Source: an optimization exercise on an open RTL-to-GDS flow (aim: small area and a short achievable clock period). Production flows keep margins and buffers that such runs may drop.
Only simulation tests tie the RTL to the original design; equivalence was not proved.

rev 12:
// cvu
module cvu (
    input  wire        clk,
    input  wire        rst,           
    input  wire [1:0]  cfg_poly,      
    input  wire        cfg_guard,     
    input  wire [31:0] cfg_xor,       
    input  wire        in_valid,
    input  wire        in_first,      
    input  wire        in_last,       
    input  wire [5:0]  in_words,      
    input  wire [63:0] in_guard,      
    input  wire [2:0]  in_nbytes,     
    input  wire [63:0] in_data,       
    input  wire        sw_we,
    input  wire [1:0]  sw_addr,       
    input  wire [31:0] sw_wdata,
    output reg  [31:0] cvrun,
    output wire [31:0] cvres,
    output reg         lostf,
    output reg         matchf,
    output reg         misf,
    output reg  [15:0] cvlost,
    output wire        busy
);
    localparam DEPTH = 32;
    localparam W     = 38;            
    reg [W-1:0] ent [0:DEPTH-1];
    reg [DEPTH-1:0] rsel;             
    reg [5:0]  wp, rp;                
  ...
For scale: ~1400 flip-flops, ~0.079 sq mm of cells after synthesis.
Settings: LEC_CHECK=0, CAP_MARGIN=20, CORE_MARGIN=2, CORE_UTILIZATION=40, SLEW_MARGIN=20; clock period 20.0 ns.
standard.sh (not shown) runs the stock make flow with config.mk's settings and CLKGATE_MAP_FILE= SYNTH_SCRIPT=/design/flow/synth_recipe.tcl, a recipe that flattens the netlist after the stock synthesis.
==> flow/flow/run.sh <==
#!/bin/bash
# The standard layout, with two changes to how it is made:
# - plain buf_1 cells as the port buffers (the default picks a slow
#   clock-delay buffer for them);
# - timing repair aims for more setup slack than zero, so that the layout's
#   paths come out close to the shortest clock period the ports allow.
set -euo pipefail
export BUFFER_PORTS_ARGS="-buffer_cell sky130_fd_sc_hd__buf_1"
export SETUP_SLACK_MARGIN=11.5
bash standard.sh > standard_flow.log 2>&1
The inputs of rev 13 differ from those of rev 12 as listed below.
diff --git a/flow/design.v b/flow/design.v
--- a/flow/design.v
+++ b/flow/design.v
@@ -595,21 +595,21 @@
     assign lg_p2[24] = 1'b0;
     assign lg_p2[25] = 1'b0;
     assign lg_p2[26] = 1'b0;
     assign lg_p2[27] = 1'b0;
     assign lg_p2[28] = 1'b0;
     assign lg_p2[29] = 1'b0;
     assign lg_p2[30] = 1'b0;
     assign lg_p2[31] = 1'b0;
     wire [31:0]  dr     = (bpoly == 2'd0) ? ld_p0 : (bpoly == 2'd1) ? ld_p1 : ld_p2;
-    wire [31:0]  gr     = (cfg_poly == 2'd0) ? lg_p0 : (cfg_poly == 2'd1) ? lg_p1 : lg_p2;
+    wire [31:0]  gr     = (bpoly == 2'd0) ? lg_p0 : (bpoly == 2'd1) ? lg_p1 : lg_p2;
     wire [W-1:0] w_beat = {bpoly, in_last, in_nbytes, dr};
-    wire [W-1:0] w_grd  = {cfg_poly, 1'b0, 3'd7, gr};
+    wire [W-1:0] w_grd  = {bpoly, 1'b0, 3'd7, gr};
     wire [W-1:0] din0   = (gword && !wp[0]) ? w_grd : w_beat;
     wire [W-1:0] din1   = (gword &&  wp[0]) ? w_grd : w_beat;
     wire [4:0] wp1 = wp[4:0] + 5'd1;
     integer e;
     always @(posedge clk)
         for (e = 0; e < DEPTH; e = e + 1)
             if ((put && wp[4:0] == e) || (gword && wp1 == e))
                 ent[e] <= (e % 2 == 0) ? din0 : din1;
     reg [31:0] acc;
@@ -1071,19 +1071,19 @@
             misf       <= 1'b0;
             cvlost     <= 16'd0;
         end else begin
             if (gword)
                 wp <= wp + 6'd2;
             else if (put)
                 wp <= wp + 6'd1;
             if (start) begin
                 in_acc  <= admit;
-                in_poly <= cfg_poly;
+                in_poly <= bpoly;
             end
             if (apply_run) begin
                 cvrun <= pend_run_d;
             end else if (pop) begin
                 rp   <= rp + 6'd1;
                 rsel <= {rsel[DEPTH-2:0], rsel[DEPTH-1]};
                 if (hlast) begin
                     cvrun    <= acc_next;
                     mid_item <= 1'b0;
Rev 13 ends up with a parity-gate share of the synthesized area counting xor and xnor cells that is 0.23 points higher than in rev 12. Achievable frequency (rev 13 over rev 12): increase, 2.2%. Rev 12 → rev 13: net count of the mapped netlist moved down, clock-buffer cell count moved down, setup fix buffers added after clock tree synthesis moved up. Summary of the comparison: number of well taps is lower in rev 13, relative to rev 12. Relative to rev 12, the final cell count without fillers of rev 13 is lower by 159. Changes observed in rev 13 relative to rev 12: mean post-synth cell area shows an increase of 0.038 sq um, total length of routed wires decreased about 2.6%. Run comparison: rev 12 uppermost layer routed met5; rev 13 uppermost layer routed met4.

[port drivers added, routing unchanged]
In the flow no input, the clock included, has a driving cell. The finished layouts below were timed again as built, in two steps. Step 1: set_driving_cell puts a clkbuf_16 on clk and a buf_2 on each other input, an assumption about the parent block. Step 2, shift: input delay + t, output delay - t, t = (earliest + latest rising clock arrival at the registers) / 2. This alone moves slack from input paths to output paths. Slacks: ideal / step 1 / step 2; pairs: ideal / step 1.
run | t (ns) | setup WS [ns] | worst hold slack (ns) | clock arrival spread, ns | slew at the worst register clock pin (ns)
rev 12 | 0.858 | 11.031 / 10.990 / 10.828 | 0.476 / 0.476 / 0.476 | 0.054 / 0.054 | 0.07 / 0.07
rev 13 | 0.846 | 11.226 / 11.188 / 10.827 | 0.486 / 0.486 / 0.486 | 0.051 / 0.050 | 0.07 / 0.07
After both steps every run listed still meets setup and hold. For rev 13, which loses most, drivers alone change the setup slack by -0.038 ns; drivers and shift together by -0.399 ns.
